This is an optimization exercise on Yosys and OpenROAD, whose aim is small area, a short achievable clock period and few clock cycles per item, not a production implementation.
RTL that was checked went through simulation tests only; none was proved equivalent to the original.
For runs 4 to 8, only the layout was checked, not whether the RTL still works.
Power figures rest on the tool's default switching activity, not on a simulated workload.

`run.sh`:
```
#!/bin/bash
# synth_recipe.tcl (not shown) runs the flow's synth.tcl, then flattens the netlist and writes it again
# the make line also repeats each setting of config.mk as NAME=value (left out here)
make -C /OpenROAD-flow-scripts/flow DESIGN_CONFIG=/design/flow/config.mk WORK_HOME=/design/flow/orfs CLKGATE_MAP_FILE= SYNTH_SCRIPT=/design/flow/synth_recipe.tcl finish
```
`config.mk`:
```
export PLATFORM = sky130hd
export DESIGN_NAME = bfp_compress
export DESIGN_NICKNAME = bfp_compress
export VERILOG_FILES = /design/flow/design.v
export SDC_FILE = /design/flow/constraint.sdc
export NUM_CORES = 4
export LEC_CHECK = 0
export CAP_MARGIN = 50
export CORE_MARGIN = 2
export CORE_UTILIZATION = 65
export PLACE_DENSITY = 0.75
export SLEW_MARGIN = 70
```
`constraint.sdc`:
```
create_clock -name core_clock -period 12.5 [get_ports {clk}]
set_input_delay 2.5000 -clock core_clock [delete_from_list [all_inputs] [get_ports {clk}]]
set_output_delay 2.5000 -clock core_clock [all_outputs]
set_load 0.01 [all_outputs]
```
`design.v`:
```
module bfp_compress (
    input  wire        clk,
    input  wire        rst,          
    input  wire        in_valid,
    output wire        in_ready,
    input  wire [1:0]  in_fmt,       
    input  wire [23:0] in_i,
    input  wire [23:0] in_q,
    output wire        out_valid,
    input  wire        out_ready,
    output wire [7:0]  out_data,
    output wire        out_last
);
    localparam integer N = 12;       
    localparam [1:0] ST_IDLE = 2'd0, ST_A = 2'd1, ST_B = 2'd2;
    reg        rdy_r;
    reg [1:0]  st;
    reg [23:0] r0_i, r0_q;
    reg [1:0]  fmt_in;
    reg [3:0]  icnt;
    reg        r0_first, r0_last;
    reg [3:0]  s_cur;
    reg        sat_i, sat_q;
    wire take = in_valid & rdy_r;
    function [15:0] nofit;
        input [23:0] x;
        input [4:0]  b;
        integer s, j;
        reg w, o, a, xb;
        begin
            nofit = 16'd0;
            for (s = 0; s <= 15; s = s + 1) begin
                w = 1'b1; o = 1'b0; a = 1'b1; xb = 1'b0;
                for (j = 0; j <= 22; j = j + 1) begin
                    if (s == 0) begin
                        if (j >= b - 1) begin
                            o = o | x[j];
                            a = a & x[j];
                        end
                    end else begin
                        if (j >= s - 1 && j <= b + s - 2)
                            w = w & x[j];
                        if (j >= b - 1 + s)
                            o = o | x[j];
                        if (j >= b + s)
                            a = a & x[j];
                        if (j == b - 1 + s)
                            xb = x[j];
                    end
                end
                if (b - 1 + s == 23)
                    xb = x[23];
                if (s + b <= 24) begin
                    if (s == 0)
                        nofit[s] = x[23] ? ~a : o;
                    else if (x[23])
                        nofit[s] = ~a | (~xb & ~w);
                    else
                        nofit[s] = o | w;
                end
            end
        end
    endfunction
    wire [15:0] nf_i = (fmt_in == 2'd2) ? nofit(r0_i, 5'd12) : nofit(r0_i, 5'd9);
    wire [15:0] nf_q = (fmt_in == 2'd2) ? nofit(r0_q, 5'd12) : nofit(r0_q, 5'd9);
    wire [3:0]  smax = (fmt_in == 2'd2) ? 4'd12 : 4'd15;
    reg [3:0] s_new;
    integer k;
    always @(*) begin
        s_new = r0_first ? 4'd0 : s_cur;
        for (k = 1; k <= 15; k = k + 1)
            if ((nf_i[k-1] | nf_q[k-1]) && k <= smax && s_new < k)
                s_new = k;
    end
    function [13:0] bfp_field;
        input [23:0] x;
        input [3:0]  a;
        input        sat;
        input        b12;
        reg signed [24:0] t;
        reg signed [24:0] v;
        reg               sb;
        integer j;
        begin
            t  = {x, 1'b0};
            v  = t >>> a;
            sb = 1'b0;
            for (j = 0; j <= 22; j = j + 1)
                if (j + 2 <= a)
                    sb = sb | x[j];
            if (sat)
                bfp_field = x[23] ? {(b12 ? 13'h1000 : 13'h1e00), 1'b0}
                                  : {(b12 ? 13'h0ffe : 13'h01fe), 1'b0};
            else if (b12 && v[13:0] == 14'h2fff)
                bfp_field = {13'h1000, 1'b0};
            else
                bfp_field = {v[12:0], sb};
        end
    endfunction
    function [15:0] fix16;
        input [23:0] x;
        reg up;
        begin
            up = x[7] & ((|x[6:0]) | x[8]);
            if (x[23:8] == 16'h7fff)
                fix16 = 16'h7fff;
            else
                fix16 = x[23:8] + {15'd0, up};
        end
    endfunction
    wire        is_bfp_in = (fmt_in != 2'd0);
    wire [31:0] slot_in = is_bfp_in ?
        {bfp_field(r0_i, s_cur, sat_i, fmt_in[1]),
         bfp_field(r0_q, s_cur, sat_q, fmt_in[1]), s_cur} :
        {fix16(r0_i), fix16(r0_q)};
    reg [31:0]  fd [0:N-1];
    reg [N-1:0] fv;
    reg         meta_v;
    reg [1:0]   meta_fmt;
    reg [3:0]   meta_s;
    wire        pop;
    wire        meta_pop;
    wire        full = &fv;
    wire        tail_acc = ~full | pop;
    wire        wr = (st == ST_B) & tail_acc & (~r0_last | ~meta_v | meta_pop);
    reg [N-1:0] shift;
    reg [N-1:0] fv_next;
    integer i;
    always @(*) begin
        for (i = 0; i < N; i = i + 1) begin
            shift[i] = pop | ~(&(fv | ~((2 << i) - 1)));
            if (shift[i])
                fv_next[i] = (i == N - 1) ? wr : fv[i+1];
            else
                fv_next[i] = fv[i];
        end
    end
    always @(posedge clk) begin
        for (i = 0; i < N; i = i + 1)
            if (shift[i])
                fd[i] <= (i == N - 1) ? slot_in : fd[i+1];
    end
    reg [1:0] st_next;
    always @(*) begin
        if (take)                     st_next = ST_A;
        else if (st == ST_A)          st_next = ST_B;
        else if (st == ST_B && !wr)   st_next = ST_B;
        else                          st_next = ST_IDLE;
    end
    always @(posedge clk) begin
        if (take) begin
            r0_i     <= in_i;
            r0_q     <= in_q;
            r0_first <= (icnt == 4'd0);
            r0_last  <= (icnt == 4'd11);
        end
        if (take && icnt == 4'd0)
            fmt_in <= (in_fmt == 2'd3) ? 2'd0 : in_fmt;
        if (st == ST_A) begin
            s_cur <= s_new;
            sat_i <= nf_i[smax];
            sat_q <= nf_q[smax];
        end
    end
    always @(posedge clk) begin
        if (rst) begin
            st     <= ST_IDLE;
            rdy_r  <= 1'b1;
            icnt   <= 4'd0;
            fv     <= {N{1'b0}};
        end else begin
            st    <= st_next;
            rdy_r <= (st_next == ST_IDLE) | ((st_next == ST_B) & ~(&fv_next));
            if (take)
                icnt <= (icnt == 4'd11) ? 4'd0 : icnt + 4'd1;
            fv    <= fv_next;
        end
    end
    reg        ph;           
    reg [3:0]  scnt;         
    reg        qr_v;
    reg [15:0] qr_q;
    reg        qr_up;
    reg        qr_first, qr_last;
    reg [1:0]  qr_fmt;
    wire g_load;
    wire q_go = fv[0] & meta_v & (~qr_v | g_load);
    assign pop      = q_go & ph;
    assign meta_pop = q_go & ph & (scnt == 4'd11);
    wire [31:0] head = fd[0];
    wire [12:0] hv   = ph ? head[17:5] : head[31:19];
    wire        hs   = ph ? head[4]    : head[18];
    wire [3:0]  hd   = meta_s - head[3:0];
    wire [15:0] hm   = ph ? head[15:0] : head[31:16];
    reg signed [16:0] vx;
    reg signed [16:0] qx;
    reg               rb, stk;
    always @(*) begin
        vx  = {{4{hv[12]}}, hv};
        qx  = vx >>> ({1'b0, hd} + 5'd1);
        rb  = vx[hd];
        stk = hs | |(vx[15:0] & ((16'd1 << hd) - 16'd1));
    end
    always @(posedge clk) begin
        if (q_go) begin
            if (meta_fmt == 2'd0) begin
                qr_q  <= hm;
                qr_up <= 1'b0;
            end else begin
                qr_q  <= qx[15:0];
                qr_up <= rb & (stk | qx[0]);
            end
            qr_first <= ~ph & (scnt == 4'd0);
            qr_last  <= ph & (scnt == 4'd11);
            qr_fmt   <= meta_fmt;
        end
    end
    always @(posedge clk) begin
        if (rst) begin
            ph     <= 1'b0;
            scnt   <= 4'd0;
            qr_v   <= 1'b0;
            meta_v <= 1'b0;
        end else begin
            if (q_go) begin
                ph <= ~ph;
                if (ph)
                    scnt <= (scnt == 4'd11) ? 4'd0 : scnt + 4'd1;
            end
            if (q_go)
                qr_v <= 1'b1;
            else if (g_load)
                qr_v <= 1'b0;
            if (wr && r0_last)
                meta_v <= 1'b1;
            else if (meta_pop)
                meta_v <= 1'b0;
        end
        if (wr && r0_last) begin
            meta_fmt <= fmt_in;
            meta_s   <= s_cur;
        end
    end
    reg [15:0] gb;
    reg [4:0]  gc;
    reg        gexp;
    reg [3:0]  ge;
    reg        glast;
    reg        sk_v;
    wire       emit     = ~sk_v & (gexp | gc[4] | gc[3]);
    wire       emit_buf = emit & ~gexp;
    wire [4:0] c_after  = emit_buf ? gc - 5'd8 : gc;
    assign g_load = qr_v & (c_after < 5'd8);
    wire [15:0] m = {qr_q[15:12], qr_q[11:0] + {11'd0, qr_up}};
    reg  [15:0] gb_ld;
    reg  [4:0]  gb_b;
    always @(*) begin
        case (qr_fmt)
            2'd1:    begin gb_ld = {gb[6:0], m[8:0]};  gb_b = 5'd9;  end
            2'd2:    begin gb_ld = {gb[3:0], m[11:0]}; gb_b = 5'd12; end
            default: begin gb_ld = m;                  gb_b = 5'd16; end
        endcase
    end
    wire [3:0] meta_e = (meta_fmt == 2'd1) ? ~meta_s : 4'd12 - meta_s;
    wire [7:0] core_byte = gexp ? {4'd0, ge} : gb[gc - 5'd1 -: 8];
    wire       core_last = ~gexp & glast & (gc == 5'd8);
    always @(posedge clk) begin
        if (g_load) begin
            gb <= gb_ld;
            if (qr_first)
                ge <= meta_e;
        end
    end
    always @(posedge clk) begin
        if (rst) begin
            gc    <= 5'd0;
            gexp  <= 1'b0;
            glast <= 1'b0;
        end else begin
            if (g_load) begin
                gc    <= c_after + gb_b;
                glast <= qr_last;
            end else begin
                gc    <= c_after;
            end
            if (g_load && qr_first)
                gexp <= (qr_fmt != 2'd0);
            else if (emit)
                gexp <= 1'b0;
        end
    end
    reg       ov, ol, sk_l;
    reg [7:0] od, sk_d;
    wire      acc = ~ov | out_ready;
    always @(posedge clk) begin
        if (rst) begin
            ov   <= 1'b0;
            sk_v <= 1'b0;
        end else if (acc) begin
            ov   <= sk_v | emit;
            sk_v <= 1'b0;
        end else if (emit) begin
            sk_v <= 1'b1;
        end
        if (acc) begin
            od <= sk_v ? sk_d : core_byte;
            ol <= sk_v ? sk_l : core_last;
        end
        if (!acc && emit) begin
            sk_d <= core_byte;
            sk_l <= core_last;
        end
    end
    assign in_ready  = rdy_r;
    assign out_valid = ov;
    assign out_data  = od;
    assign out_last  = ol;
endmodule
```
==> results.txt, run 1 <==
result of the run=finished clean; commonest non-fill, non-tap cell in the layout=edfxtp_1; final hold slack=0.4062 ns; via count=17,660; Sink Count=542; RSZ-0062 raised after global routing=no; DPL Wire Length=42,480 microns; Sw Ratio=24.71%; # Max-Cap Violations=0; yosys warns=2; Critical Path Fanout Max=2; gr ovfl total=0; remaining antenna violation count after routing=0; Reg clk slew, reported paths=0.07 ns; combinational family with the most area after synthesis=simple AND/OR/NAND/NOR gates; power per cell area=144.6 mW/mm^2; Leak Pwr=10.35 nW; pin count of the biggest net entering global routing=58; mux contribution to synthesized area=8.878%; worst skew pair latency=0.64 ns; fin nets=2,168; row count=72; H-tree depth reported by CTS=2; FF+latch count, synth=542; Hold Path Cell Cnt=0; Die H=202.6 microns; Final period util=32.36%; Clock Tree Buf Depth=3; fillers=2,439; setup violators final=0; Net Switching=0.001031 W; syn avg cell area=12.82 sq um; share of async-settable or async-resettable flops after synthesis=0%; WP buf/inv=1; highest clock rate=0.2472 GHz; input/output buffers=64; Internal=0.003144 W; CTS Buf Count=52; Post-Synth XOR/XNOR Area=1.878%; Netlist cell types=86; cell count along the critical path=1; clock power share=35.2%; Reg2Reg Depth=14; Post-Synth Simple-Gate Area=12.12%; Critical Path Sink Type=output pin; clock root cell=clkbuf_16; most frequent cells in the layout=edfxtp_1, nand2_1, a21oi_1, nor2_1, nand3_1; vias in the first global route=17,160; CTS resizes=0; vias per inst=6.692; Seq pwr share=54.2%; Pre-antenna DRT Iters=6; Comb pwr share=10.6%; synthesized instance count=2,001; Syn Nets=2,086; share of layout cells above drive strength 1=15.28%; CTS tree=done; Die W=202.6 microns; Crit path max-delay family=buffers and inverters; GRT Util Overall=31.44%; initial antenna violation count=0; Seq/Total Area, Yosys=62.09%; first-pass GRT wire length=98,590 microns; Area growth syn-to-layout=12.57%; total negative slack=0 ns; min Tclk post-route=4.045 ns; Hold Vio Cnt, Final=0; Worst Path Required=10.00 ns; Worst Max-Slew Pin Slew=0.4652 ns; HP Class=reg -> reg; Initial Util=66.06%; number of max-slew violations in the final report=0; n_diodes=0; Primary FF master, synth=edfxtp_1; number of synthesized flops with an enable pin=507; worst path arrival time=1.54 ns; core area=0.03883 sq mm; Rel. slew slack=68.87%; DIE AREA=0.04107 sq mm; routed len/inst=24.28 microns; critical path class=reg -> out; Worst path slowest cell=clkdlybuf4s50_1; post-synthesis adder-cell area fraction=1.659%; Remaining DRCs=0; worst clock skew=0.06824 ns; # hold bufs at CTS=0; RePlAce Congestion=0.9933; Setup Buffers After CTS=0; DR iter-0 viols=1,873; I/O pin count=65; mapped cell area=0.02565 sq mm; CP max stage delay=0.55 ns; Final Routed Wirelength=64,090 microns; startpoint types=register; Cell Chain, Critical Path=clkdlybuf4s50_1; Peak supply drop=0.0001283 V; complex-gate fraction of the synthesized area=10.28%
[per-stage QoR]
stage | power [W] | setup WS, ns | utilization [%] | instances | area, sq um
after detailed placement | 0.002713 | 8.273 | 69.99 | 2544 | 27170
after global placement | 0.002680 | 7.819 | 68.26 | 2473 | 26500
final | 0.004175 | 8.455 | 74.36 | 2639 | 28870
after floorplan | 0.002549 | 7.962 | - | 2001 | 25650
after global routing | 0.004308 | 8.330 | 74.36 | 2639 | 28870
after CTS | 0.004187 | 8.432 | 74.02 | 2636 | 28740
[final timing paths]
path,end,slack [ns],start
max,in_ready,8.46,rdy_r
min reg2reg,fd[5][3],0.41,fd[6][3]
min,fd[5][3],0.41,fd[6][3]
max reg2reg,qr_up,8.68,meta_s[0]
[registers in the layout, indices dropped and copies added (netlist names), 2 cells and up]
register and cells:
fv 12, ge 4, s_cur 4, qr_q 16, r0_i 24, meta_fmt 2, fd 384, icnt 4
gb 16, scnt 4, fmt_in 2, od 8, sk_d 8, st 2, r0_q 24, meta_s 4
gc 5, qr_fmt 2
[cells by family (layout without fill, tap and decap cells)]
| family | Yosys count | after routing |
|---|---|---|
| mux | 153 | 153 |
| buf+inv | 183 | 303 |
| flops | 542 | 542 |
| compound gates | 415 | 415 |
| fa+ha+maj | 34 | 34 |
| simple gates | 619 | 619 |
| xor+xnor | 55 | 55 |
[metal layers]
layer  share of wire [%]  global-route usage [%]  vias to the layer above
met5                   0                       0                        -
met4                 5.2                   13.92                        0
met3                 8.6                   5.987                      250
met2                  49                   53.16                     1066
met1                  37                   39.86                     8513
li1                    -                       -                     7831
[power groups by stage]
stage / combinational (W) / sequential, W / clock (W)
CTS: 0.000428 / 0.00226 / 0.00149
finish: 0.000443 / 0.00226 / 0.00147
global route: 0.000476 / 0.00228 / 0.00155
detailed placement: 0.000423 / 0.00229 / 0
floorplan: 0.000296 / 0.00225 / 0
global placement: 0.000380 / 0.00230 / 0
[layout make-up]
class,count,area [sq um],share of cell area [%]
timing repair buffer,158,1323,4.581
sequential,542,15940,55.20
tap,518,648.1,2.245
inverter,53,215.2,0.7454
clock buffer,70,1379,4.776
clock inverter,22,188.9,0.6544
multi-input combinational,1276,9181,31.80
[synthesized netlist by cell type, types with 9 or more instances]
master	number	area [sq um]
buf_1	11	41.29
and3_1	33	206.5
xor2_1	18	157.7
o211ai_1	11	82.58
and4_1	18	157.7
buf_2	21	105.1
or2_2	11	68.82
nor2b_1	27	168.9
o31ai_1	9	67.56
a211oi_1	22	165.2
a31oi_1	39	244.0
nand2_1	182	683.2
nor3_1	31	155.2
a21o_1	9	67.56
mux4_2	57	1284
ha_1	30	375.4
clkbuf_1	85	319.1
edfxtp_1	507	15220
nand4_1	18	112.6
nand2b_1	21	131.4
nor2_1	130	488.0
dfxtp_1	35	700.7
and2_1	25	156.4
a41oi_1	15	131.4
inv_1	50	187.7
xnor2_1	37	324.1
mux2_2	26	292.8
o22ai_1	13	81.33
a21oi_1	151	755.7
mux2i_1	70	700.7
nand3_1	74	370.4
o21ai_0	65	325.3
nor4_1	9	56.30
Testbench counts, summed over its fixed seeds: cycles 17,459, blocks 480.
==> run 2, diff against run 1 <==
--- a/config.mk
+++ b/config.mk
@@ -7,6 +7,5 @@
 export LEC_CHECK = 0
-export CAP_MARGIN = 50
+export CAP_MARGIN = 80
 export CORE_MARGIN = 2
-export CORE_UTILIZATION = 65
-export PLACE_DENSITY = 0.75
-export SLEW_MARGIN = 70
+export CORE_UTILIZATION = 40
+export SLEW_MARGIN = 80
==> results.txt, run 2 <==
result of the run=finished clean; DIE AREA=0.06616 sq mm; Crit path max-delay family=adder cells; row count=92; top-count cell post-synth=edfxtp_1; mux contribution to synthesized area=8.878%; Synth area leader=edfxtp_1; routed len/inst=19.87 microns; design area=0.03136 sq mm; Pre-antenna DRT Iters=5; commonest non-fill, non-tap cell in the layout=edfxtp_1; Sink Count=542; Net Switching=0.001022 W; first-pass GRT wire length=97,500 microns; worst path arrival time=4.77 ns; Largest regs=fd x384, r0_i x24, r0_q x24; share of async-settable or async-resettable flops after synthesis=0%; core area=0.06320 sq mm; most frequent cells in the layout=edfxtp_1, nand2_1, a21oi_1, nor2_1, clkdlybuf4s50_1; # Max-Cap Violations=0; number of max-slew violations in the final report=0; FF+latch count, synth=542; synthesized instance count=2,001; clock power share=36.0%; Final period util=35.49%; Remaining DRCs=0; pin count of the biggest net entering global routing=45; Sw Ratio=23.66%; number of synthesized flops with an enable pin=507; CTS tree=done; input/output buffers=64; share of layout cells above drive strength 1=23.20%; combinational family with the most area after synthesis=simple AND/OR/NAND/NOR gates; remaining antenna violation count after routing=0; CTS Buf Count=55; WP buf/inv=5; Primary FF master, synth=edfxtp_1; Setup Buffers After CTS=0; RSZ-0062 raised after global routing=no; Final Routed Wirelength=61,430 microns; Biggest register=fd; gr ovfl total=0; RePlAce Congestion=0.8878; top cells by area, synth=edfxtp_1, mux4_2, a21oi_1; final setup margin=8.064 ns; Critical Path Fanout Max=11; Worst Max-Slew Pin Slew=0.2901 ns; Post-Synth XOR/XNOR Area=1.878%; yosys warns=2; CP max stage delay=0.65 ns; clock root cell=clkbuf_16; Comb pwr share=12.2%; Critical Path Sink Type=register; via count=16,950; total negative slack=0 ns; HP Class=reg -> reg; Hold Vio Cnt, Final=0; vias per inst=5.482; complex-gate fraction of the synthesized area=10.28%; startpoint types=register; Die H=257.2 microns; Seq pwr share=51.8%; Leak Pwr=11.16 nW; critical path class=reg -> reg; Syn Nets=2,086; CTS resizes=0; Worst path slowest cell=fa_2; final hold slack=0.4025 ns; setup violators final=0; Clock Tree Buf Depth=3; initial antenna violation count=0; dpl cell area=0.02924 sq mm; Internal=0.003298 W; Placed Cells=2,980; final instance count without filler cells=3,092; max reg flops=384; power per cell area=137.7 mW/mm^2; worst skew pair latency=0.61 ns; Die W=257.2 microns; pre-CTS setup slack=8.047 ns; DPL Wire Length=45,540 microns; post-synthesis adder-cell area fraction=1.659%; min Tclk post-route=4.436 ns; Worst Path Required=12.84 ns; mapped cell area=0.02565 sq mm; I/O pin count=65; Netlist cell types=86; Cell Chain, Critical Path=inv_1 -> ha_4 -> fa_2 -> inv_1 -> ha_1 -> ha_2 -> a21oi_1 -> nand2_1 -> a31oi_4 -> a2111oi_2 -> clkdlybuf4s50_1 -> or3_1 -> nor4_2 -> buf_1 -> a311oi_4 -> buf_1; DR iter-0 viols=1,301; Peak supply drop=0.0001127 V; vias in the first global route=17,410; highest clock rate=0.2254 GHz; syn avg cell area=12.82 sq um; H-tree depth reported by CTS=2; worst clock skew=0.02813 ns; Area growth syn-to-layout=22.28%; Synth top cells by count=edfxtp_1, nand2_1, a21oi_1; GRT Util Overall=18.68%; Reg clk slew, reported paths=0.06 ns; fin nets=2,286; n_diodes=0; Post-Synth Simple-Gate Area=12.12%; # hold bufs at CTS=0; Synth top area share=59.36%; Rel. slew slack=80.10%; Seq/Total Area, Yosys=62.09%; Initial Util=40.59%
## run 2: per-stage QoR
step | total power (W) | utilization, %
after floorplan | 0.002549 | -
after global placement | 0.002694 | 42.60
after detailed placement | 0.002781 | 46.27
after CTS | 0.004353 | 49.00
after global routing | 0.004503 | 49.63
final | 0.004320 | 49.63
## run 2: cells by family after synthesis
kind of cell / after synthesis
muxes: 153
DFF: 542
AOI/OAI and AO/OA: 415
and+or+nand+nor: 619
buffers and inverters: 183
adders and majority gates: 34
xor gates and xnor gates: 55
## run 2: area by class of cell
type                            instances  area (sq um)
Tap cell                              846          1059
Inverter                               53         216.5
Clock buffer                           68          1425
Fill cell                            5428         31830
Sequential cell                       542         15950
Clock inverter                         34         297.8
Multi-Input combinational cell       1276          9927
Timing Repair Buffer                  273          2489
## run 2: metal layers
layer / vias up / part of all wire, % / global-route usage [%]
met5: - / 0 / 0
met4: 0 / 4.3 / 7.639
met3: 147 / 4.4 / 3.113
met2: 471 / 51 / 33.14
met1: 8262 / 40 / 22.53
li1: 8071 / - / -
## run 2: worst paths after layout
| path | startpoint | endpoint | slack, ns | cells after the start |
|---|---|---|---|---|
| max | meta_s[0] | qr_up | 8.06 | 16 |
| min | fd[8][7] | fd[7][7] | 0.40 | 0 |
| max reg2reg | meta_s[0] | qr_up | 8.06 | 16 |
| min reg2reg | fd[8][7] | fd[7][7] | 0.40 | 0 |
## run 2: power by group through the flow
stage | Combinational, W | Clock (W) | Sequential [W]
after floorplan | 0.000296 | 0 | 0.00225
after global placement | 0.000386 | 0 | 0.00231
after detailed placement | 0.000502 | 0 | 0.00228
after CTS | 0.000504 | 0.00161 | 0.00224
after global routing | 0.000569 | 0.00168 | 0.00226
final | 0.000527 | 0.00155 | 0.00224
==> run 3, diff against run 2 <==
--- a/config.mk
+++ b/config.mk
@@ -7,5 +7,5 @@
 export LEC_CHECK = 0
-export CAP_MARGIN = 80
+export CAP_MARGIN = 20
 export CORE_MARGIN = 2
 export CORE_UTILIZATION = 40
-export SLEW_MARGIN = 80
+export SLEW_MARGIN = 20
==> results.txt, run 3 <==
final setup margin=7.846 ns; Synth top area share=59.36%; power per cell area=150.1 mW/mm^2; row count=92; CP max stage delay=1.00 ns; CTS resizes=0; Area growth syn-to-layout=12.25%; syn avg cell area=12.82 sq um; synthesized instance count=2,001; critical path class=reg -> reg; mapped cell area=0.02565 sq mm; Final period util=37.23%; Peak supply drop=0.0001222 V; max reg flops=384; Remaining DRCs=0; Critical Path Sink Type=register; Die W=257.2 microns; number of synthesized flops with an enable pin=507; vias in the first global route=16,270; top cells by area, synth=edfxtp_1, mux4_2, a21oi_1; result of the run=finished clean; n_diodes=0; fin nets=2,097; HP Class=reg -> reg; fillers=5,600; Clock Tree Buf Depth=3; startpoint types=register; # hold bufs at CTS=0; Critical Path Fanout Max=27; Crit path max-delay family=multiplexers; Worst Path Required=12.86 ns; Die H=257.2 microns; R2R Path End=od[3]; Seq/Total Area, Yosys=62.09%; CTS tree=done; Cell Chain, Critical Path=inv_1 -> ha_1 -> mux2i_1 -> o21ai_0 -> and2_1 -> mux4_2 -> a21oi_1 -> o21ai_1 -> mux2_2; Syn Nets=2,086; via count=16,300; RePlAce Congestion=0.8878; routed len/inst=20.68 microns; Hold Vio Cnt, Final=0; setup violators final=0; I/O pin count=65; Initial Util=40.59%; GRT Util Overall=17.99%; core area=0.06320 sq mm; share of async-settable or async-resettable flops after synthesis=0%; Netlist cell types=86; pin count of the biggest net entering global routing=58; pre-CTS setup slack=7.641 ns; Synth area leader=edfxtp_1; Leak Pwr=10.13 nW; Reg2Reg Setup Slack=7.85 ns; WP buf/inv=1; # Max-Cap Violations=0; final hold slack=0.3907 ns; vias per inst=5.611; Sink Count=542; Final Routed Wirelength=60,050 microns; Largest regs=fd x384, r0_i x24, r0_q x24; Biggest register=fd; worst clock skew=0.03661 ns; FF+latch count, synth=542; Setup Buffers After CTS=0; fin util=45.56%; gr ovfl total=0; clock root cell=clkbuf_16; highest clock rate=0.2149 GHz; Primary FF master, synth=edfxtp_1; most frequent cells in the layout=edfxtp_1, nand2_1, a21oi_1, nor2_1, nand3_1; first-pass GRT wire length=93,550 microns; min Tclk post-route=4.654 ns; input/output buffers=64; Reg clk slew, reported paths=0.06 ns; commonest non-fill, non-tap cell in the layout=edfxtp_1; Worst setup endpoint=od[3]; remaining antenna violation count after routing=0; DPL Wire Length=42,230 microns; DR iter-0 viols=1,306; cell count along the critical path=9; Rel. slew slack=32.24%; DIE AREA=0.06616 sq mm; Synth top cells by count=edfxtp_1, nand2_1, a21oi_1; initial antenna violation count=1; total negative slack=0 ns; RSZ-0062 raised after global routing=no; H-tree depth reported by CTS=2; R2R Path Start=gc[0]; yosys warns=2; share of layout cells above drive strength 1=10.64%; Worst Max-Slew Pin Slew=1.015 ns; Worst path slowest cell=ha_1; Reg2Reg Depth=9; CTS Buf Count=54; worst skew pair latency=0.62 ns; top-count cell post-synth=edfxtp_1; worst path arrival time=5.02 ns; Pre-antenna DRT Iters=5; number of max-slew violations in the final report=0; crit path from=gc[0]
run 3: cell counts after synthesis:
No cell type changed its count.
run 3: logic make-up after synthesis:
logic type                 synth area share, %
and+or+nand+nor                          12.12
buffers and inverters                    3.098
adders and majority gates                1.659
DFF                                      62.09
xor gates and xnor gates                 1.878
AOI/OAI and AO/OA                        10.28
muxes                                    8.878
run 3: through the flow:
step	cell area, sq um	total power [W]	std cells
global placement	26920	0.002694	2802
CTS	28780	0.004374	2904
finish	28790	0.004322	2904
global route	28790	0.004499	2904
floorplan	25650	0.002549	2001
detailed placement	26920	0.002697	2802
run 3: how the worst min path moves through the flow:
stage | from | end | slack (ns) | depth (start not counted)
after floorplan | fd[1][0] | fd[0][0] | 0.40 | 0
after global placement | fd[3][7] | fd[2][7] | 0.40 | 0
after detailed placement | fd[1][11] | fd[0][11] | 0.40 | 0
after CTS | fd[8][12] | fd[7][12] | 0.39 | 0
after global routing | fd[8][12] | fd[7][12] | 0.39 | 0
final | fd[8][12] | fd[7][12] | 0.39 | 0
run 3: layer usage:
metal / wire (microns) / up-vias / global-route usage (%)
met3: 2943 / 118 / 2.955
met1: 24120 / 8009 / 21.67
met2: 30740 / 491 / 32.05
li1: - / 7677 / -
met5: 0 / - / 0
met4: 2245 / 0 / 7.171
run 3: where the power goes:
part           internal (W)  total [W]  switching (W)
Clock              0.000995    0.00166       0.000665
Sequential          0.00218    0.00227      0.0000914
Combinational      0.000160   0.000387       0.000227
run 3: cell type report:
cell class | count | area [sq um] | share of cell area [%]
multi-input combinational | 1276 | 8952 | 31.09
tap | 846 | 1059 | 3.677
inverter | 53 | 200.2 | 0.6953
clock inverter | 36 | 439.2 | 1.525
clock buffer | 66 | 1418 | 4.924
timing repair buffer | 85 | 798.3 | 2.773
sequential | 542 | 15930 | 55.31
==> run 4, diff against run 3 <==
--- a/design.v
+++ b/design.v
@@ -66,10 +66,20 @@
     wire [3:0]  smax = (fmt_in == 2'd2) ? 4'd12 : 4'd15;
-    reg [3:0] s_new;
-    integer k;
-    always @(*) begin
-        s_new = r0_first ? 4'd0 : s_cur;
-        for (k = 1; k <= 15; k = k + 1)
-            if ((nf_i[k-1] | nf_q[k-1]) && k <= smax && s_new < k)
-                s_new = k;
-    end
+    wire [14:0] base_t;
+    genvar gk;
+    generate
+        for (gk = 1; gk <= 15; gk = gk + 1) begin : g_bt
+            assign base_t[gk-1] = ~r0_first & (s_cur >= gk);
+        end
+    endgenerate
+    wire [14:0] lim_t  = (fmt_in == 2'd2) ? 15'h0fff : 15'h7fff;
+    wire [14:0] new_t  = (base_t | nf_i[14:0] | nf_q[14:0]) & lim_t;
+    wire [3:0]  s_new;
+    assign s_new[3] = new_t[7];
+    assign s_new[2] = (new_t[3] & ~new_t[7]) | new_t[11];
+    assign s_new[1] = (new_t[1] & ~new_t[3]) | (new_t[5] & ~new_t[7]) |
+                      (new_t[9] & ~new_t[11]) | new_t[13];
+    assign s_new[0] = (new_t[0] & ~new_t[1]) | (new_t[2] & ~new_t[3]) |
+                      (new_t[4] & ~new_t[5]) | (new_t[6] & ~new_t[7]) |
+                      (new_t[8] & ~new_t[9]) | (new_t[10] & ~new_t[11]) |
+                      (new_t[12] & ~new_t[13]) | new_t[14];
     function [13:0] bfp_field;
@@ -93,3 +103,3 @@
                                   : {(b12 ? 13'h0ffe : 13'h01fe), 1'b0};
-            else if (b12 && v[13:0] == 14'h2fff)
+            else if (b12 && (v[13] ^ v[12]))
                 bfp_field = {13'h1000, 1'b0};
@@ -150,3 +160,3 @@
     always @(posedge clk) begin
-        if (take) begin
+        if (rdy_r) begin
             r0_i     <= in_i;
@@ -199,5 +209,5 @@
         vx  = {{4{hv[12]}}, hv};
-        qx  = vx >>> ({1'b0, hd} + 5'd1);
+        qx  = (vx >>> 1) >>> hd;
         rb  = vx[hd];
-        stk = hs | |(vx[15:0] & ((16'd1 << hd) - 16'd1));
+        stk = hs | |(vx[15:0] & ~(16'hffff << hd));
     end
@@ -264,5 +274,16 @@
     wire [3:0] meta_e = (meta_fmt == 2'd1) ? ~meta_s : 4'd12 - meta_s;
-    wire [7:0] core_byte = gexp ? {4'd0, ge} : gb[gc - 5'd1 -: 8];
+    reg  [8:0] gsel;
+    wire [4:0] gc_next = g_load ? c_after + gb_b : c_after;
+    reg  [7:0] sel_byte;
+    integer sb;
+    always @(*) begin
+        sel_byte = 8'd0;
+        for (sb = 0; sb <= 8; sb = sb + 1)
+            sel_byte = sel_byte | ({8{gsel[sb]}} & gb[sb + 7 -: 8]);
+    end
+    wire [7:0] core_byte = gexp ? {4'd0, ge} : sel_byte;
     wire       core_last = ~gexp & glast & (gc == 5'd8);
     always @(posedge clk) begin
+        for (sb = 0; sb <= 8; sb = sb + 1)
+            gsel[sb] <= (gc_next == sb + 8);
         if (g_load) begin
@@ -279,8 +300,5 @@
         end else begin
-            if (g_load) begin
-                gc    <= c_after + gb_b;
+            gc <= gc_next;
+            if (g_load)
                 glast <= qr_last;
-            end else begin
-                gc    <= c_after;
-            end
             if (g_load && qr_first)
==> results.txt, run 4 <==
startpoint types=register; Internal=0.003330 W; syn avg cell area=13.25 sq um; Die W=252.3 microns; vias per inst=5.776; R2R Path Start=sk_v; number of max-slew violations in the final report=0; Reg2Reg Setup Slack=8.90 ns; total negative slack=0 ns; Die H=252.3 microns; yosys warns=2; Seq pwr share=54.1%; Netlist cell types=76; Initial Util=40.20%; min Tclk post-route=4.100 ns; top cells by area, synth=edfxtp_1, dfxtp_1, mux4_2; Sw Ratio=22.85%; met1 Use GR=22.44%; RePlAce Congestion=0.8894; CTS tree=done; final hold slack=0.4068 ns; Setup Buffers After CTS=0; most frequent cells in the layout=edfxtp_1, nand2_1, nor2_1, a21oi_1, mux2i_1; CTS Buf Count=55; share of layout cells above drive strength 1=10.47%; WP buf/inv=1; Critical Path Fanout Max=3; highest clock rate=0.2439 GHz; Worst path slowest cell=clkdlybuf4s50_1; clock root cell=clkbuf_16; vias in the first global route=15,310; CP max stage delay=0.57 ns; Area growth syn-to-layout=12.95%; met2 Track Usage GR=30.37%; met3 Usage GRT=3.316%; Synth top area share=61.72%; Synth top cells by count=edfxtp_1, nand2_1, clkbuf_1, nor2_1, a21oi_1; Biggest register=fd; worst skew pair latency=0.63 ns; Hold Path Cell Cnt=0; DIE AREA=0.06367 sq mm; critical path class=reg -> out; gr ovfl total=0; Largest regs=fd x384, r0_i x24, r0_q x24; number of synthesized flops with an enable pin=507; Pre-antenna DRT Iters=6; result of the run=finished clean; Rel. slew slack=30.92%; FF+latch area=0.01611 sq mm; clock power share=38.7%; pin count of the biggest net entering global routing=67; WHS Endpoint=fd[7][28]; fillers=5,419; DPL Wire Length=38,250 microns; share of async-settable or async-resettable flops after synthesis=0%; RSZ-0062 raised after global routing=no; Cell Chain, Critical Path=clkdlybuf4s50_1; mapped cell area=0.02467 sq mm; pre-CTS setup slack=7.719 ns; core area=0.06137 sq mm; Peak supply drop=0.0001082 V; Final Routed Wirelength=56,790 microns; # hold bufs at CTS=0; busiest layer in global routing=met2; Primary FF master, synth=edfxtp_1; Clock Tree Buf Depth=3; n_diodes=0; CTS resizes=0; multi-input logic area=0.007891 sq mm; HP Class=reg -> reg; R2R Path End=fd[10][3]; Net Switching=0.0009864 W; Leak Pwr=9.794 nW; commonest non-fill, non-tap cell in the layout=edfxtp_1; Reg clk slew, reported paths=0.07 ns; Final Total Pwr=0.004317 W; max reg flops=384; I/O pin count=65; worst path arrival time=1.60 ns; final setup margin=8.400 ns; Seq/Total Area, Yosys=65.29%; # Max-Cap Violations=0; via count=15,650; Worst Max-Slew Pin Slew=1.034 ns; row count=91; Worst Path Required=10.00 ns; setup violators final=0; initial antenna violation count=0; power per cell area=154.9 mW/mm^2; FF+latch count, synth=551; top-count cell post-synth=edfxtp_1; H-tree depth reported by CTS=2; Critical Path Sink Type=output pin; routed len/inst=20.96 microns; worst clock skew=0.02583 ns; input/output buffers=64; first-pass GRT wire length=88,210 microns; fin nets=1,948; GRT Util Overall=17.68%; hold wc startpoint=fd[8][28]; Sink Count=551; Final period util=32.80%; DR iter-0 viols=1,172; remaining antenna violation count after routing=0; Comb pwr share=7.1%; Remaining DRCs=0; Crit path max-delay family=buffers and inverters; Synth area leader=edfxtp_1; Reg2Reg Depth=6; Hold Vio Cnt, Final=0; synthesized instance count=1,862; Syn Nets=1,937
==> run 4: routing by layer <==
layer / vias to the layer above / wire [microns]
met2: 591 / 28360
met1: 7687 / 23210
li1: 7252 / -
met3: 124 / 3421
met4: 0 / 1804
met5: - / 0
==> run 4: worst register-to-register path, delay by kind of cell (launching register included) <==
family	cells	cell delay, ns
buffers and inverters	1	0.31
AND/OR/NAND/NOR	2	0.84
AO/OA/AOI/OAI	3	1.36
flip-flops	1	0.70
==> run 4: kinds of logic (layout without fill, tap and decap cells) <==
logic type / count (synthesis) / in the layout / synth area share (%)
flip-flops: 551 / 551 / 65.29
AND/OR/NAND/NOR: 517 / 517 / 10.65
AO/OA/AOI/OAI: 413 / 413 / 11.01
buffers and inverters: 177 / 235 / 2.785
multiplexers: 132 / 132 / 7.360
XOR/XNOR: 51 / 51 / 1.811
adder cells (fa/ha/maj): 21 / 21 / 1.096
==> run 4: final cells by class <==
cell class	count	area share [%]
Inverter	39	0.5254
Clock inverter	43	1.724
Tap cell	790	3.547
Sequential cell	551	57.81
Multi-Input combinational cell	1134	28.32
Timing Repair Buffer	92	3.053
Clock buffer	61	5.020
==> run 4: how the worst max path moves through the flow <==
stage	start	endpoint	depth (start not counted)
finish	rdy_r	in_ready	1
detailed placement	out_ready	sk_d[5]	3
floorplan	rdy_r	in_ready	0
global placement	out_ready	sk_d[5]	3
global route	rdy_r	in_ready	1
CTS	rdy_r	in_ready	1
==> run 4: through the flow <==
stage               utilization, %  cells  instance area [sq um]
global route                 45.40   2710                  27860
finish                       45.40   2710                  27860
detailed placement           42.33   2606                  25980
global placement             42.33   2606                  25980
floorplan                        -   1862                  24670
CTS                          45.39   2710                  27860
==> run 4: power groups by stage <==
stage | registers [W] | clock network (W) | logic (W)
floorplan | 0.00231 | 0 | 0.000235
CTS | 0.00234 | 0.00172 | 0.000306
finish | 0.00234 | 0.00167 | 0.000308
detailed placement | 0.00238 | 0 | 0.000305
global placement | 0.00237 | 0 | 0.000304
global route | 0.00236 | 0.00180 | 0.000338
==> run 5, diff against run 4 <==
==> flow/run.sh (new file) <==
#!/bin/bash
# Standard ORFS layout, with the port buffers made of buf_4 cells instead of
# the resizer's default choice. All tool output goes to make_finish.log.
set -euo pipefail
export BUFFER_PORTS_ARGS="-buffer_cell sky130_fd_sc_hd__buf_4"
bash standard.sh > make_finish.log 2>&1
==> standard.sh (new file) <==
#!/bin/bash
# synth_recipe.tcl (not shown) runs the flow's synth.tcl, then flattens the netlist and writes it again
# the make line also repeats each setting of config.mk as NAME=value (left out here)
make -C /OpenROAD-flow-scripts/flow DESIGN_CONFIG=/design/flow/config.mk WORK_HOME=/design/flow/orfs CLKGATE_MAP_FILE= SYNTH_SCRIPT=/design/flow/synth_recipe.tcl "${@:-finish}"
removed: run.sh
==> results.txt, run 5 <==
result of the run=finished clean; Netlist cell types=76; R2R Path Start=gexp; Leak Pwr=9.851 nW; total negative slack=0 ns; number of max-slew violations in the final report=0; Syn Nets=1,937; critical path class=reg -> out; RePlAce Congestion=0.9024; top cells by area, synth=edfxtp_1, dfxtp_1, mux4_2; vias per inst=5.733; Hold Path Cell Cnt=0; Primary FF master, synth=edfxtp_1; Critical Path Fanout Max=8; synthesized instance count=1,862; WHS Endpoint=fd[4][1]; number of synthesized flops with an enable pin=507; CP max stage delay=0.49 ns; Sink Count=551; final instance count without filler cells=2,709; Sw Ratio=22.55%; Final period util=30.37%; yosys warns=2; Area growth syn-to-layout=12.20%; mux contribution to synthesized area=7.360%; DIE AREA=0.06367 sq mm; n_diodes=0; CTS tree=done; routed len/inst=20.58 microns; combinational family with the most area after synthesis=compound AO/OA/AOI/OAI gates; HP Class=reg -> reg; top-count cell post-synth=edfxtp_1; Worst Max-Slew Pin Slew=1.082 ns; gr ovfl total=0; final hold slack=0.3930 ns; Peak supply drop=0.00009641 V; Internal=0.003330 W; vias in the first global route=15,140; R2R Path End=fd[10][4]; power per cell area=155.3 mW/mm^2; Remaining DRCs=0; DR iter-0 viols=1,337; Setup Buffers After CTS=0; pre-CTS setup slack=7.994 ns; share of async-settable or async-resettable flops after synthesis=0%; fin nets=1,948; Die H=252.3 microns; Largest regs=fd x384, r0_i x24, r0_q x24; Post-Synth Simple-Gate Area=10.65%; Seq pwr share=54.3%; Pre-antenna DRT Iters=6; most frequent cells in the layout=edfxtp_1, nand2_1, nor2_1, a21oi_1, buf_4; Critical Path Sink Type=output pin; Synth top area share=61.72%; pin count of the biggest net entering global routing=65; Synth area leader=edfxtp_1; share of layout cells above drive strength 1=13.65%; Final Total Pwr=0.004299 W; worst skew pair latency=0.63 ns; first-pass GRT wire length=87,730 microns; WP buf/inv=1; Clock Tree Buf Depth=3; Rel. slew slack=27.59%; mapped cell area=0.02467 sq mm; Reg2Reg Depth=6; complex-gate fraction of the synthesized area=11.01%; Seq/Total Area, Yosys=65.29%; CTS Buf Count=55; fillers=5,443; CTS resizes=0; Worst path slowest cell=dfxtp_2; Post-Synth XOR/XNOR Area=1.811%; core area=0.06137 sq mm; H-tree depth reported by CTS=2; initial antenna violation count=0; commonest non-fill, non-tap cell in the layout=edfxtp_1; Synth top cells by count=edfxtp_1, nand2_1, clkbuf_1, nor2_1, a21oi_1; hold wc startpoint=fd[5][1]; GRT Util Overall=17.45%; Final Routed Wirelength=55,760 microns; Net Switching=0.0009696 W; # hold bufs at CTS=0; Placed Cells=2,606; worst clock skew=0.03782 ns; via count=15,530; Biggest register=fd; remaining antenna violation count after routing=0; DPL Wire Length=37,330 microns; worst path arrival time=1.30 ns; setup violators final=0; Initial Util=40.20%; final setup margin=8.703 ns; Reg2Reg Setup Slack=8.86 ns; post-synthesis adder-cell area fraction=1.096%; Die W=252.3 microns; row count=91; # Max-Cap Violations=0; FF+latch count, synth=551; clock root cell=clkbuf_16; input/output buffers=64; RSZ-0062 raised after global routing=no; Cell Chain, Critical Path=buf_4; Comb pwr share=7.1%; Worst Path Required=10.00 ns; syn avg cell area=13.25 sq um; max reg flops=384; Crit path max-delay family=flip-flops; highest clock rate=0.2634 GHz; min Tclk post-route=3.797 ns; startpoint types=register; I/O pin count=65; Reg clk slew, reported paths=0.06 ns; Hold Vio Cnt, Final=0; clock power share=38.6%
run 5: cell type report:
class	count	area (sq um)	area share [%]
Timing Repair Buffer	92	690.7	2.495
Tap cell	790	988.4	3.571
Clock buffer	66	1428	5.158
Sequential cell	551	16110	58.20
Inverter	39	146.4	0.5289
Multi-Input combinational cell	1134	7889	28.50
Clock inverter	37	429.2	1.550
run 5: kinds of logic after synthesis:
| kind of cell | Yosys count |
|---|---|
| flip-flops | 551 |
| AND/OR/NAND/NOR | 517 |
| AO/OA/AOI/OAI | 413 |
| multiplexers | 132 |
| XOR/XNOR | 51 |
| buffers and inverters | 177 |
| adder cells (fa/ha/maj) | 21 |
run 5: per-stage QoR:
stage | utilization, % | cell area, sq um
after floorplan | - | 24670
after global placement | 42.07 | 25820
after detailed placement | 42.07 | 25820
after CTS | 45.09 | 27670
after global routing | 45.10 | 27680
final | 45.10 | 27680
run 5: per-layer routing:
metal / up-vias / share of wire, % / track usage (%) / wire (microns)
met5: - / 0 / 0 / 0
met4: 0 / 3.2 / 5.833 / 1795
met3: 132 / 5.5 / 2.739 / 3053
met2: 552 / 50 / 29.74 / 27770
met1: 7590 / 42 / 22.78 / 23140
li1: 7258 / - / - / -
run 5: worst max-delay path by stage:
stage | start | to | depth (start not counted)
6_report | rdy_r | in_ready | 1
4_1_cts | rdy_r | in_ready | 1
2_1_floorplan | rdy_r | in_ready | 0
3_5_place_dp | out_ready | sk_d[4] | 3
3_3_place_gp | out_ready | sk_d[4] | 3
5_1_grt | sk_v | fd[10][4] | 6
run 5: power groups by stage:
| stage | sequential (W) | clock [W] | combinational, W |
|---|---|---|---|
| 2_1_floorplan | 0.00231 | 0 | 0.000235 |
| 3_3_place_gp | 0.00237 | 0 | 0.000300 |
| 5_1_grt | 0.00236 | 0.00178 | 0.000332 |
| 3_5_place_dp | 0.00237 | 0 | 0.000301 |
| 4_1_cts | 0.00234 | 0.00171 | 0.000302 |
| 6_report | 0.00234 | 0.00166 | 0.000305 |
==> run 6, diff against run 5 <==
==> flow/run.sh (replaced) <==
#!/bin/bash
set -euo pipefail
export BUFFER_PORTS_ARGS="-buffer_cell sky130_fd_sc_hd__buf_4"
export CTS_ARGS="-sink_clustering_enable -repair_clock_nets -dont_use_dummy_load"
bash standard.sh > make_finish.log 2>&1
==> results.txt, run 6 <==
Initial Util=40.20%; Synth area leader=edfxtp_1; vias in the first global route=15,060; total negative slack=0 ns; DR iter-0 viols=1,342; Leak Pwr=9.636 nW; setup violators final=0; min Tclk post-route=3.791 ns; Synth top area share=61.72%; Worst path slowest cell=dfxtp_2; RePlAce Congestion=0.9024; share of layout cells above drive strength 1=12.29%; top cells by area, synth=edfxtp_1, dfxtp_1, mux4_2; Final Routed Wirelength=55,440 microns; core area=0.06137 sq mm; WHS Endpoint=fd[4][1]; Seq/Total Area, Yosys=65.29%; design area=0.02720 sq mm; Crit path max-delay family=flip-flops; CTS resizes=0; synthesized instance count=1,862; Setup Buffers After CTS=0; Die H=252.3 microns; Worst Path Required=10.00 ns; mapped cell area=0.02467 sq mm; n_diodes=0; R2R Path End=fd[10][4]; top-count cell post-synth=edfxtp_1; highest clock rate=0.2638 GHz; commonest non-fill, non-tap cell in the layout=edfxtp_1; input/output buffers=64; Rel. slew slack=30.94%; Cell Chain, Critical Path=buf_4; Pre-antenna DRT Iters=8; pin count of the biggest net entering global routing=65; # hold bufs at CTS=0; result of the run=finished clean; Biggest register=fd; first-pass GRT wire length=87,040 microns; CTS tree=done; critical path class=reg -> out; worst path arrival time=1.29 ns; Die W=252.3 microns; hold wc startpoint=fd[5][1]; row count=91; power per cell area=147.2 mW/mm^2; Hold Vio Cnt, Final=0; CP max stage delay=0.48 ns; worst skew pair latency=0.63 ns; Reg2Reg Setup Slack=8.82 ns; number of synthesized flops with an enable pin=507; Synth top cells by count=edfxtp_1, nand2_1, clkbuf_1, nor2_1, a21oi_1; vias per inst=5.803; startpoint types=register; clock root cell=clkbuf_16; Syn Nets=1,937; HP Class=reg -> reg; Netlist cell types=76; I/O pin count=65; # Max-Cap Violations=0; Final period util=30.33%; Remaining DRCs=0; Sink Count=551; dpl cell area=0.02582 sq mm; H-tree depth reported by CTS=2; Reg clk slew, reported paths=0.06 ns; yosys warns=2; gr ovfl total=0; Peak supply drop=0.00009484 V; GRT Util Overall=17.34%; Hold Path Cell Cnt=0; Reg2Reg Depth=6; Clock Tree Buf Depth=3; max reg flops=384; DPL Wire Length=37,330 microns; Primary FF master, synth=edfxtp_1; share of async-settable or async-resettable flops after synthesis=0%; Worst Max-Slew Pin Slew=1.032 ns; CTS Buf Count=55; FF+latch count, synth=551; RSZ-0062 raised after global routing=no; Critical Path Fanout Max=8; initial antenna violation count=0; worst clock skew=0.08558 ns; via count=15,440; routed len/inst=20.84 microns; fin nets=1,948; WP buf/inv=1; most frequent cells in the layout=edfxtp_1, nand2_1, nor2_1, a21oi_1, buf_4; syn avg cell area=13.25 sq um; R2R Path Start=sk_v; fin util=44.32%; Final Total Pwr=0.004005 W; remaining antenna violation count after routing=0; Critical Path Sink Type=output pin; number of max-slew violations in the final report=0; DIE AREA=0.06367 sq mm; Largest regs=fd x384, r0_i x24, r0_q x24; Area growth syn-to-layout=10.26%
[run 6: cell count changes in the layout (fill, tap and decap cells not counted)]
cell / before / now
inv_6: 2 / 0
clkinv_8: 2 / 0
clkinv_2: 12 / 0
clkinv_1: 6 / 0
bufinv_16: 7 / 0
clkinvlp_4: 6 / 0
clkinv_16: 1 / 0
clkbuf_8: 1 / 0
inv_8: 1 / 0
clkbuf_1: 10 / 0
[run 6: layout make-up]
cell class / count / area (sq um)
repair buffers: 92 / 690.7
well taps: 790 / 988.4
multi-input cells: 1134 / 7889
fillers: 5468 / 34170
clock buffers: 55 / 1376
flip-flops and latches: 551 / 16110
inverters: 39 / 146.4
[run 6: how the worst max path moves through the flow]
| stage | startpoint | cells past startpoint | slack, ns | endpoint |
|---|---|---|---|---|
| after global placement | out_ready | 3 | 8.19 | sk_d[4] |
| after global routing | sk_v | 6 | 8.48 | fd[10][4] |
| after floorplan | rdy_r | 0 | 8.50 | in_ready |
| after CTS | rdy_r | 1 | 8.66 | in_ready |
| after detailed placement | out_ready | 3 | 7.99 | sk_d[4] |
| final | rdy_r | 1 | 8.71 | in_ready |
[run 6: metrics by stage]
stage	std cells	hold WS, ns	setup WS (ns)
after detailed placement	2606	0.4045	7.994
after CTS	2661	0.3619	8.663
after global routing	2661	0.3739	8.479
final	2661	0.3669	8.709
after floorplan	1862	0.4003	8.500
after global placement	2606	0.4005	8.188
[run 6: worst reg2reg max path, cell delays in order, from the launching register on]
cell,delay [ns]
dfxtp_1,0.71
o21a_1,0.27
o21ai_0,0.24
a311oi_1,0.88
nand4_1,0.17
buf_4,0.30
or2_2,0.64
[run 6: logic make-up after synthesis]
kind of cell | share of synthesized area (%)
AOI/OAI and AO/OA | 11.01
xor gates and xnor gates | 1.811
adders and majority gates | 1.096
buffers and inverters | 2.785
DFF | 65.29
muxes | 7.360
and+or+nand+nor | 10.65
[run 6: report_power, final]
| part | internal, W | switching, W | total, W | leakage [nW] |
|---|---|---|---|---|
| sequential | 0.00224 | 0.000103 | 0.00234 | 5.67 |
| clock | 0.000765 | 0.000597 | 0.00136 | 0.678 |
| combinational | 0.000128 | 0.000177 | 0.000305 | 3.29 |
[run 6: routing by layer]
layer | GRT usage (%) | share of wire [%] | wire length (microns) | vias up
met3 | 2.709 | 5.2 | 2864 | 124
li1 | - | - | - | 7213
met1 | 22.62 | 42 | 23270 | 7568
met2 | 29.59 | 50 | 27560 | 538
met4 | 5.765 | 3.2 | 1752 | 0
met5 | 0 | 0 | 0 | -
==> run 7, diff against run 6 <==
==> flow/run.sh (replaced) <==
#!/bin/bash
set -euo pipefail
export BUFFER_PORTS_ARGS="-buffer_cell sky130_fd_sc_hd__buf_4"
export CTS_ARGS="-sink_clustering_enable -repair_clock_nets -dont_use_dummy_load -sink_clustering_size 25 -sink_clustering_max_diameter 100 -buf_list {sky130_fd_sc_hd__clkbuf_8 sky130_fd_sc_hd__clkbuf_16}"
bash standard.sh > make_finish.log 2>&1
==> results.txt, run 7 <==
vias in the first global route=14,850; met2 WL post-DR=27,730 microns; yosys warns=2; number of synthesized flops with an enable pin=507; Post-Synth XOR/XNOR Area=1.811%; CTS resizes=0; Largest regs=fd x384, r0_i x24, r0_q x24; n_diodes=0; Final period util=30.24%; remaining antenna violation count after routing=0; Leak Pwr=9.303 nW; initial antenna violation count=0; share of layout cells above drive strength 1=11.01%; Die H=252.3 microns; worst skew pair latency=0.61 ns; HP Class=reg -> reg; Setup Buffers After CTS=0; final hold slack=0.3747 ns; mux contribution to synthesized area=7.360%; power per cell area=133.9 mW/mm^2; combinational family with the most area after synthesis=compound AO/OA/AOI/OAI gates; core area=0.06137 sq mm; Synth top cells by count=edfxtp_1, nand2_1, clkbuf_1, nor2_1, a21oi_1; RePlAce Congestion=0.9024; Critical Path Fanout Max=8; Seq/Total Area, Yosys=65.29%; Syn Nets=1,937; # hold bufs at CTS=0; Synth area leader=edfxtp_1; pin count of the biggest net entering global routing=65; RSZ-0062 raised after global routing=no; number of max-slew violations in the final report=0; Sink Count=551; Post-Synth Simple-Gate Area=10.65%; Worst path slowest cell=dfxtp_2; Netlist cell types=76; Critical Path Sink Type=output pin; Clock Tree Buf Depth=3; worst clock skew=0.09113 ns; post-synthesis adder-cell area fraction=1.096%; via count=15,250; top cells by area, synth=edfxtp_1, dfxtp_1, mux4_2; Cell Chain, Critical Path=buf_4; clock root cell=clkbuf_16; share of async-settable or async-resettable flops after synthesis=0%; I/O pin count=65; Rel. slew slack=30.64%; worst path arrival time=1.28 ns; Crit path max-delay family=flip-flops; commonest non-fill, non-tap cell in the layout=edfxtp_1; Synth top area share=61.72%; # Max-Cap Violations=0; top-count cell post-synth=edfxtp_1; first-pass GRT wire length=86,000 microns; Hold Vio Cnt, Final=0; CP max stage delay=0.50 ns; fillers=5,542; Area growth syn-to-layout=7.517%; most frequent cells in the layout=edfxtp_1, nand2_1, nor2_1, a21oi_1, buf_4; Pre-antenna DRT Iters=7; Biggest register=fd; Final Total Pwr=0.003552 W; DIE AREA=0.06367 sq mm; mapped cell area=0.02467 sq mm; gr ovfl total=0; vias per inst=5.788; row count=91; Worst Max-Slew Pin Slew=1.037 ns; min Tclk post-route=3.781 ns; FF+latch count, synth=551; Remaining DRCs=0; syn avg cell area=13.25 sq um; total negative slack=0 ns; setup violators final=0; result of the run=finished clean; WP buf/inv=1; Worst Path Required=10.00 ns; startpoint types=register; routed len/inst=20.85 microns; Placed Cells=2,606; highest routed layer=met4; Die W=252.3 microns; DPL Wire Length=37,330 microns; Primary FF master, synth=edfxtp_1; DR iter-0 viols=1,448; DR WL met3=2521 microns; final instance count without filler cells=2,634; H-tree depth reported by CTS=1; Peak supply drop=0.0001001 V; CTS tree=done; input/output buffers=64; max reg flops=384; GRT Util Overall=16.96%; synthesized instance count=1,862; critical path class=reg -> out; Reg clk slew, reported paths=0.10 ns; highest clock rate=0.2645 GHz; Initial Util=40.20%; DRT met1 WL=23,140 microns; Final Routed Wirelength=54,910 microns; complex-gate fraction of the synthesized area=11.01%; fin nets=1,921; CTS Buf Count=28
## run 7: metal layers
| layer | track usage (%) | vias to the layer above |
|---|---|---|
| li1 | - | 7153 |
| met1 | 22.66 | 7470 |
| met2 | 29.55 | 520 |
| met3 | 1.720 | 102 |
| met4 | 4.548 | 0 |
| met5 | 0 | - |
## run 7: through the flow
stage,setup slack [ns],cell area [sq um],util (%)
after CTS,8.641,26520,43.21
after detailed placement,7.994,25820,42.07
after global routing,8.449,26520,43.22
after global placement,8.188,25820,42.07
after floorplan,8.500,24670,-
final,8.719,26520,43.22
## run 7: final timing paths
check / slack [ns] / from / cells past startpoint / end
worst max-delay path: 8.72 / rdy_r / 1 / in_ready
worst min register to register: 0.37 / fd[10][9] / 0 / fd[9][9]
worst min-delay path: 0.37 / fd[10][9] / 0 / fd[9][9]
worst max register to register: 8.84 / sk_v / 6 / fd[10][9]
## run 7: logic make-up (layout without fill, tap and decap cells)
group,Yosys count,count (layout)
xor+xnor,51,51
compound gates,413,413
simple gates,517,517
mux,132,132
fa+ha+maj,21,21
buf+inv,177,159
flops,551,551
## run 7: power by group
group	internal, W	switching, W
combinational	0.000128	0.000177
clock	0.000397	0.000517
sequential	0.00223	0.000103
total	0.00276	0.000796
## run 7: layout make-up
cell class                      instances  area (sq um)  share of cell area (%)
Inverter                               39         146.4                  0.5519
Clock buffer                           28         700.7                   2.642
Tap cell                              790         988.4                   3.727
Sequential cell                       551         16110                   60.73
Timing Repair Buffer                   92         690.7                   2.604
Multi-Input combinational cell       1134          7889                   29.74
==> run 8, diff against run 7 <==
--- a/design.v
+++ b/design.v
@@ -152,2 +152,3 @@
     end
+    wire      r0_free = (st == ST_IDLE) | ((st == ST_B) & wr);
     reg [1:0] st_next;
@@ -160,3 +161,3 @@
     always @(posedge clk) begin
-        if (rdy_r) begin
+        if (r0_free) begin
             r0_i     <= in_i;
@@ -253,2 +254,5 @@
     end
+    reg       ov, ol, sk_l;
+    reg [7:0] od, sk_d;
+    wire      acc = ~ov | out_ready;
     reg [15:0] gb;
@@ -262,3 +266,4 @@
     wire [4:0] c_after  = emit_buf ? gc - 5'd8 : gc;
-    assign g_load = qr_v & (c_after < 5'd8);
+    reg        cl_r;         
+    assign g_load = qr_v & cl_r;
     wire [15:0] m = {qr_q[15:12], qr_q[11:0] + {11'd0, qr_up}};
@@ -294,2 +299,4 @@
     end
+    wire gexp_next = (g_load & qr_first) ? (qr_fmt != 2'd0) : (gexp & ~emit);
+    wire sk_v_next = ~acc & (sk_v | emit);
     always @(posedge clk) begin
@@ -299,15 +306,11 @@
             glast <= 1'b0;
+            cl_r  <= 1'b1;
         end else begin
-            gc <= gc_next;
+            gc    <= gc_next;
+            gexp  <= gexp_next;
+            cl_r  <= (gc_next < 5'd8) | (~gc_next[4] & ~gexp_next & ~sk_v_next);
             if (g_load)
                 glast <= qr_last;
-            if (g_load && qr_first)
-                gexp <= (qr_fmt != 2'd0);
-            else if (emit)
-                gexp <= 1'b0;
         end
     end
-    reg       ov, ol, sk_l;
-    reg [7:0] od, sk_d;
-    wire      acc = ~ov | out_ready;
     always @(posedge clk) begin
==> results.txt, run 8 <==
# hold bufs at CTS=0; Critical Path Fanout Max=6; vias per inst=5.777; Final Total Pwr=0.003632 W; clock power share=24.1%; RSZ-0062 raised after global routing=no; R2R Path Start=s_cur[1]; Clock Tree Buf Depth=3; worst path arrival time=1.20 ns; combinational family with the most area after synthesis=simple AND/OR/NAND/NOR gates; I/O pin count=65; pin count of the biggest net entering global routing=55; setup violators final=0; Area growth syn-to-layout=7.416%; total negative slack=0 ns; Hold Path Cell Cnt=0; via count=15,420; Setup Buffers After CTS=0; Leak Pwr=9.390 nW; core area=0.06137 sq mm; gr ovfl total=0; initial antenna violation count=0; highest clock rate=0.2705 GHz; input/output buffers=64; top-count cell post-synth=edfxtp_1; hold wc startpoint=fd[8][0]; Worst Max-Slew Pin Slew=0.9329 ns; Worst Path Required=10.00 ns; DR iter-0 viols=1,421; most frequent cells in the layout=edfxtp_1, nand2_1, nor2_1, a21oi_1, buf_4; remaining antenna violation count after routing=0; Pre-antenna DRT Iters=9; CTS tree=done; Sink Count=552; Rel. slew slack=37.81%; DPL Wire Length=37,940 microns; GRT Util Overall=16.42%; Reg clk slew, reported paths=0.10 ns; Seq pwr share=66.2%; Primary FF master, synth=edfxtp_1; Critical Path Sink Type=output pin; cell count along the critical path=1; routed len/inst=19.94 microns; Seq/Total Area, Yosys=65.20%; H-tree depth reported by CTS=1; Netlist cell types=76; complex-gate fraction of the synthesized area=10.55%; post-synthesis adder-cell area fraction=1.133%; Largest regs=fd x384, r0_i x24, r0_q x24; vias in the first global route=14,860; Post-Synth XOR/XNOR Area=1.841%; Net Switching=0.0008262 W; yosys warns=2; result of the run=finished clean; power per cell area=136.7 mW/mm^2; Crit path max-delay family=flip-flops; synthesized instance count=1,896; Synth area leader=edfxtp_1; Synth top cells by count=edfxtp_1, nand2_1, nor2_1; Initial Util=40.30%; n_diodes=0; RePlAce Congestion=0.9100; Post-Synth Simple-Gate Area=11.22%; CTS Buf Count=26; number of synthesized flops with an enable pin=507; Hold Vio Cnt, Final=0; FF+latch count, synth=552; Biggest register=fd; startpoint types=register; row count=91; top cells by area, synth=edfxtp_1, dfxtp_1, mux2i_1; Comb pwr share=9.8%; clock root cell=clkbuf_16; share of async-settable or async-resettable flops after synthesis=0%; Final Routed Wirelength=53,250 microns; critical path class=reg -> out; crit path from=rdy_r; max reg flops=384; Die H=252.7 microns; DIE AREA=0.06384 sq mm; worst skew pair latency=0.58 ns; Synth top area share=61.56%; fillers=5,551; Syn Nets=1,971; Final period util=29.58%; CP max stage delay=0.45 ns; Remaining DRCs=0; share of layout cells above drive strength 1=11.22%; Cell Chain, Critical Path=buf_4; Peak supply drop=0.0001132 V; HP Class=reg -> reg; Sw Ratio=22.75%; WP buf/inv=1; syn avg cell area=13.04 sq um; mux contribution to synthesized area=7.270%; Die W=252.7 microns; first-pass GRT wire length=83,530 microns; worst clock skew=0.04023 ns; CTS resizes=0; Internal=0.002806 W; fin nets=1,957; Worst path slowest cell=dfxtp_1; Reg2Reg Depth=8; # Max-Cap Violations=0; min Tclk post-route=3.697 ns; commonest non-fill, non-tap cell in the layout=edfxtp_1; number of max-slew violations in the final report=0; mapped cell area=0.02473 sq mm
-- run 8: power groups by stage --
stage	registers (W)	clock network, W	logic [W]
after detailed placement	0.00245	0	0.000349
after CTS	0.00240	0.000921	0.000351
after global routing	0.00243	0.000976	0.000385
final	0.00240	0.000875	0.000354
after global placement	0.00244	0	0.000348
after floorplan	0.00237	0	0.000286
-- run 8: cell families after synthesis --
group	count (synthesis)
xor gates and xnor gates	52
buffers and inverters	173
and+or+nand+nor	556
adders and majority gates	22
muxes	138
AOI/OAI and AO/OA	403
DFF	552
-- run 8: path summary, 6_finish.rpt --
kind	to	slack (ns)
max reg2reg	fd[11][24]	8.84
max	in_ready	8.80
min reg2reg	fd[7][0]	0.40
min	fd[7][0]	0.40
-- run 8: per-layer routing --
layer,vias up,part of all wire [%],GRT usage [%]
met5,-,0,0
met2,512,51,29.32
met3,100,5.4,2.111
li1,7224,-,-
met4,0,3.0,4.818
met1,7588,40,20.83
-- run 8: per-stage QoR --
| stage | setup WS (ns) | hold WS (ns) | cell area (sq um) | cells | utilization, % |
|---|---|---|---|---|---|
| finish | 8.803 | 0.4037 | 26570 | 2670 | 43.29 |
| global route | 8.638 | 0.4031 | 26570 | 2670 | 43.29 |
| CTS | 8.684 | 0.3897 | 26560 | 2670 | 43.28 |
| detailed placement | 8.058 | 0.4045 | 25910 | 2644 | 42.22 |
| global placement | 8.196 | 0.4002 | 25900 | 2643 | 42.20 |
| floorplan | 7.603 | 0.4003 | 24730 | 1896 | - |
-- run 8: cell type report --
class	count	area (sq um)	area share [%]
clock buffers	26	650.6	2.449
inverters	38	142.6	0.5369
multi-input cells	1171	7954	29.94
flip-flops and latches	552	16130	60.70
well taps	790	988.4	3.721
repair buffers	93	705.7	2.656

-- re-timing with driven ports --
No port has a modelled driver above. Below, the same layouts with a new extraction and two added sets of constraints. Step 1, drivers: a clkbuf_16 drives clk and a buf_2 each remaining input, both assumed. Step 2, shift: input delay + t, output delay - t, t = (earliest + latest rising clock arrival at the registers) / 2. This alone moves slack from input paths to output paths. a / b / c = ideal ports / drivers / drivers and shift; a / b = the first two.
run | shift t [ns] | setup slack, ns | latest minus earliest clock arrival (ns) | worst register clock-pin slew, ns | worst slew at a driven data input, ns
run 1 | 0.664 | 8.455 / 8.398 / 8.279 | 0.077 / 0.077 | 0.07 / 0.07 | 0.05
run 2 | 0.651 | 8.064 / 8.064 / 8.064 | 0.031 / 0.030 | 0.06 / 0.06 | 0.04
run 3 | 0.659 | 7.846 / 7.846 / 7.846 | 0.039 / 0.039 | 0.07 / 0.07 | 0.03
run 4 | 0.673 | 8.400 / 8.340 / 8.167 | 0.026 / 0.026 | 0.07 / 0.07 | 0.04
run 5 | 0.670 | 8.703 / 8.644 / 8.443 | 0.038 / 0.038 | 0.07 / 0.07 | 0.04
run 6 | 0.645 | 8.709 / 8.649 / 8.470 | 0.088 / 0.088 | 0.06 / 0.06 | 0.04
run 7 | 0.618 | 8.719 / 8.662 / 8.467 | 0.091 / 0.092 | 0.10 / 0.10 | 0.04
run 8 | 0.617 | 8.803 / 8.747 / 8.454 | 0.042 / 0.043 | 0.10 / 0.10 | 0.04
After both steps every run listed still meets setup and hold. The setup slack of run 8, which loses most, moves by -0.056 ns with the drivers and by -0.349 ns with both steps.
